Context: an optimization exercise on an open-source flow, tuned for small area, a short achievable clock period and few clock cycles. The choices shown serve that exercise and are no tape-out recipe. The RTL was checked by simulation tests, not by an equivalence proof against the original design.

Design q9_quant, start of the top module:
module q9_quant (
    input  wire         clk,
    input  wire         rst,
    input  wire         in_valid,
    output wire         in_ready,
    input  wire [511:0] in_x,
    output reg          out_valid,
    output reg  [7:0]   out_scale,
    output reg  [63:0]  out_codes,
    output reg          out_sat,
    output reg          out_qnf
);
clock: 80.0 ns
lec_check: 0
abc_area: 1
cap_margin: 20
core_margin: 2
core_utilization: 40
cts_cluster_size: 30
slew_margin: 20
standard.sh (not shown) runs the stock make flow with config.mk's settings and CLKGATE_MAP_FILE= SYNTH_SCRIPT=/design/flow/synth_recipe.tcl, a recipe that flattens the netlist after the stock synthesis.
==> flow/flow/run.sh <==
#!/bin/bash
# Layout flow: the standard synthesis, then its combinational logic re-mapped
# by ABC with a stronger script (registers untouched), then the
# standard ORFS steps from the synthesis database on, with the port buffers
# made of buf_1 cells.
set -euo pipefail
R=orfs/results/$FLOW_PLATFORM/q9_quant/base
bash standard.sh synth > synth_std.log 2>&1
cp $R/1_2_yosys.v $R/1_2_yosys_std.v
bash flow/resynth.sh $R/1_2_yosys_std.v $R/1_2_yosys.v flow/resynth.abc > resynth.log 2>&1
rm -f $R/1_synth.odb $R/1_synth.sdc
export BUFFER_PORTS_ARGS="-buffer_cell sky130_fd_sc_hd__buf_1"
bash standard.sh > layout.log 2>&1
Other scripts of this flow, unchanged in this note and not shown: flow/flow/resynth.abc, flow/flow/resynth.sh
Testbench counts at the start, summed over its fixed seeds: cycles 16,016.
Change:
- CTS_CLUSTER_SIZE: 30 -> default
Effect: Worst setup slack stays the same; cell area does not change; flip-flop and latch count does not change; routed wire length does not change; synthesized area is unchanged.
Change:
==> flow/flow/run.sh (replaced) <==
#!/bin/bash
# Layout flow: the standard synthesis, then its combinational logic re-mapped
# by ABC with a stronger script, twice (registers untouched), then the
# standard ORFS steps from the synthesis database on, with the port buffers
# made of buf_1 cells.
set -euo pipefail
R=orfs/results/$FLOW_PLATFORM/q9_quant/base
bash standard.sh synth > synth_std.log 2>&1
cp $R/1_2_yosys.v $R/1_2_yosys_std.v
bash flow/resynth.sh $R/1_2_yosys_std.v $R/1_2_yosys_rs1.v flow/resynth.abc > resynth.log 2>&1
bash flow/resynth.sh $R/1_2_yosys_rs1.v $R/1_2_yosys.v flow/resynth.abc > resynth2.log 2>&1
rm -f $R/1_synth.odb $R/1_synth.sdc
export BUFFER_PORTS_ARGS="-buffer_cell sky130_fd_sc_hd__buf_1"
bash standard.sh > layout.log 2>&1
Wire length increases slightly. Synthesized cell count decreases slightly. Critical path depth stays the same. Cell area decreases slightly. Utilization decreases by 0.13 points. Die area decreases slightly. Via count decreases slightly. Non-clock buffer count decreases by 4.

========
q9_quant, a different RTL version from the one above (not shown whole).
For scale: roughly 4,200 cells after synthesis, ~590 I/O pins, about 0.026 mm² of cells after synthesis.
Design q9_quant, start of the top module:
module q9_quant (
    input  wire         clk,
    input  wire         rst,
    input  wire         in_valid,
    output wire         in_ready,
    input  wire [511:0] in_x,
    output reg          out_valid,
    output reg  [7:0]   out_scale,
    output reg  [63:0]  out_codes,
    output reg          out_sat,
    output reg          out_qnf
);
    assign in_ready = 1'b1;
    integer i;
    reg [271:0] cx;
    always @(*) begin
        for (i = 0; i < 16; i = i + 1)
            cx[17*i +: 17] = {in_x[32*i+31 -: 16], in_x[32*i +: 16] == 16'd0};
    end
    reg          v1;
    reg  [271:0] r_x;
    always @(posedge clk) begin
        if (rst)
            v1 <= 1'b0;
        else
            v1 <= in_valid;
        r_x <= cx;
    end
    reg qnf;
    always @(*) begin
        qnf = 1'b0;
        for (i = 0; i < 16; i = i + 1)
            if (r_x[17*i+8 +: 8] == 8'hFF) qnf = 1'b1;
    end
    wire [7:0]  scale;
    wire [63:0] codes;
    wire        sat;
    q9_quant_block u_blk (
        .cx(r_x), .qnf(qnf), .scale(scale), .codes(codes), .sat(sat)
    );
    always @(posedge clk) begin
        if (rst)
            out_valid <= 1'b0;
        else
            out_valid <= v1;
        out_scale <= scale;
        out_codes <= codes;
        out_sat   <= sat;
        out_qnf   <= qnf;
    end
endmodule
Settings: LEC_CHECK=0, ABC_AREA=1, CAP_MARGIN=20, CORE_MARGIN=2, CORE_UTILIZATION=40, SLEW_MARGIN=20; clock period 80.0 ns.
==> flow/flow/run.sh <==
#!/bin/bash
# Layout flow: the standard synthesis, then its combinational logic re-mapped
# by ABC with a stronger script (registers untouched), then the
# standard ORFS steps from the synthesis database on, with the port buffers
# made of buf_1 cells.
set -euo pipefail
R=orfs/results/$FLOW_PLATFORM/q9_quant/base
bash standard.sh synth > synth_std.log 2>&1
cp $R/1_2_yosys.v $R/1_2_yosys_std.v
bash flow/resynth.sh $R/1_2_yosys_std.v $R/1_2_yosys.v flow/resynth.abc > resynth.log 2>&1
rm -f $R/1_synth.odb $R/1_synth.sdc
export BUFFER_PORTS_ARGS="-buffer_cell sky130_fd_sc_hd__buf_1"
bash standard.sh > layout.log 2>&1
==> flow/flow/resynth.abc <==
strash
&get -n
&fraig -x
&put
scorr
dc2
balance; rewrite; refactor; balance; rewrite; rewrite -z; balance; refactor -z; rewrite -z; balance
dch -f
dc2
strash
&get -n
&dch -f
strash
dch -f
map -D 10000
topo
buffer -p
upsize -D 10000
dnsize -D 10000
Other scripts of this flow, unchanged in this note and not shown: flow/flow/resynth.sh
Testbench counts at the start, summed over its fixed seeds: cycles 16,016.
Edit:
==> flow/flow/resynth.abc (replaced) <==
strash
&get -n
&fraig -x
&put
scorr
dc2
balance; rewrite; refactor; balance; rewrite; rewrite -z; balance; refactor -z; rewrite -z; balance
&get -n
&deepsyn -T 60
&put
dch -f
strash
dch -f
map -D 10000
topo
buffer -p
upsize -D 10000
dnsize -D 10000
Result: Wire length falls by 2.6%; cell count falls by 3.4%; die area falls by 3.2%.

========
the reference run:
Another version of the RTL of q9_quant (not shown whole).
For scale: ~4600 cells after synthesis, ~75 flip-flops, about 590 I/O pins.
Design q9_quant, start of the top module:
module q9_quant (
    input  wire         clk,
    input  wire         rst,
    input  wire         in_valid,
    output wire         in_ready,
    input  wire [511:0] in_x,
    output reg          out_valid,
    output reg  [7:0]   out_scale,
    output reg  [63:0]  out_codes,
    output reg          out_sat,
    output reg          out_qnf
);
Settings: LEC_CHECK=0, CAP_MARGIN=20, CORE_MARGIN=2, CORE_UTILIZATION=60, SLEW_MARGIN=20; clock period 80.0 ns.
run.sh (not shown) runs the stock make flow with config.mk's settings and CLKGATE_MAP_FILE= SYNTH_SCRIPT=/design/flow/synth_recipe.tcl, a recipe that flattens the netlist after the stock synthesis.
Stock flow here: none of the scripts above is used.
The reference run closes out successfully: all stages finished, all timing, DRC and antenna checks passed.
Testbench counts of the reference run, summed over its fixed seeds: cycles 16,008.
diff inputs: the reference run => the trial run
Settings: setting ABC_AREA to 1 for the first time.
==> comparison <==
The trial run vs the reference run: number of nets at the end of the flow up by more than 10%. The trial run vs. the reference run: synthesized area went up by 550 µm². Comparing the trial run and the reference run, relative slew slack is higher on the reference run. [diff] shortest clock period the worst path allows after layout, the trial run relative to the reference run: improvement. Comparing count of cells along the worst hold path for the trial run and the reference run, the smaller number came from the trial run. Compared to the reference run, the routing of the trial run uses more wire. The detailed-routed wire length on met2 of the trial run is higher than that of the reference run. Relative to the reference run, final cycle utilization of the critical path has decreased by 4.8 points in the trial run. Number of vias per cell after detailed routing: lower on the trial run.

afterwards: timing with drivers on the ports:
Ports are ideal in the flow. The routed layouts listed here were re-timed in OpenROAD. Step 1, drivers: a clkbuf_16 drives clk and a buf_2 each remaining input, both assumed. Step 2 times the ports against the registers' clock, not the clock port: input delays grow and output delays shrink by t, the midpoint of the rising clock arrivals with the driver on. Slacks: ideal ports / drivers / drivers and shift; pairs: ideal ports / drivers.
run	shift t [ns]	slack for setup (ns)	worst setup path after step 2	pins driven straight from the clock port
the first run of note 1	0.623	62.942 / 62.874 / 63.044	input to register	1
the second run of note 1	0.623	62.942 / 62.874 / 63.044	input to register	1
the third run of note 1	0.652	62.780 / 62.715 / 62.765	input to register	1
the first run of note 2	0.643	62.871 / 62.804 / 62.839	input to register	1
the second run of note 2	0.645	62.803 / 62.736 / 63.087	input to register	1
the reference run	0.463	39.641 / 39.680 / 39.217	input to register	1
the trial run	0.450	43.511 / 43.543 / 43.093	input to register	1
After both steps every run listed still meets setup and hold. For the reference run, which loses most, drivers alone change the setup slack by +0.039 ns; drivers and shift together by -0.424 ns.
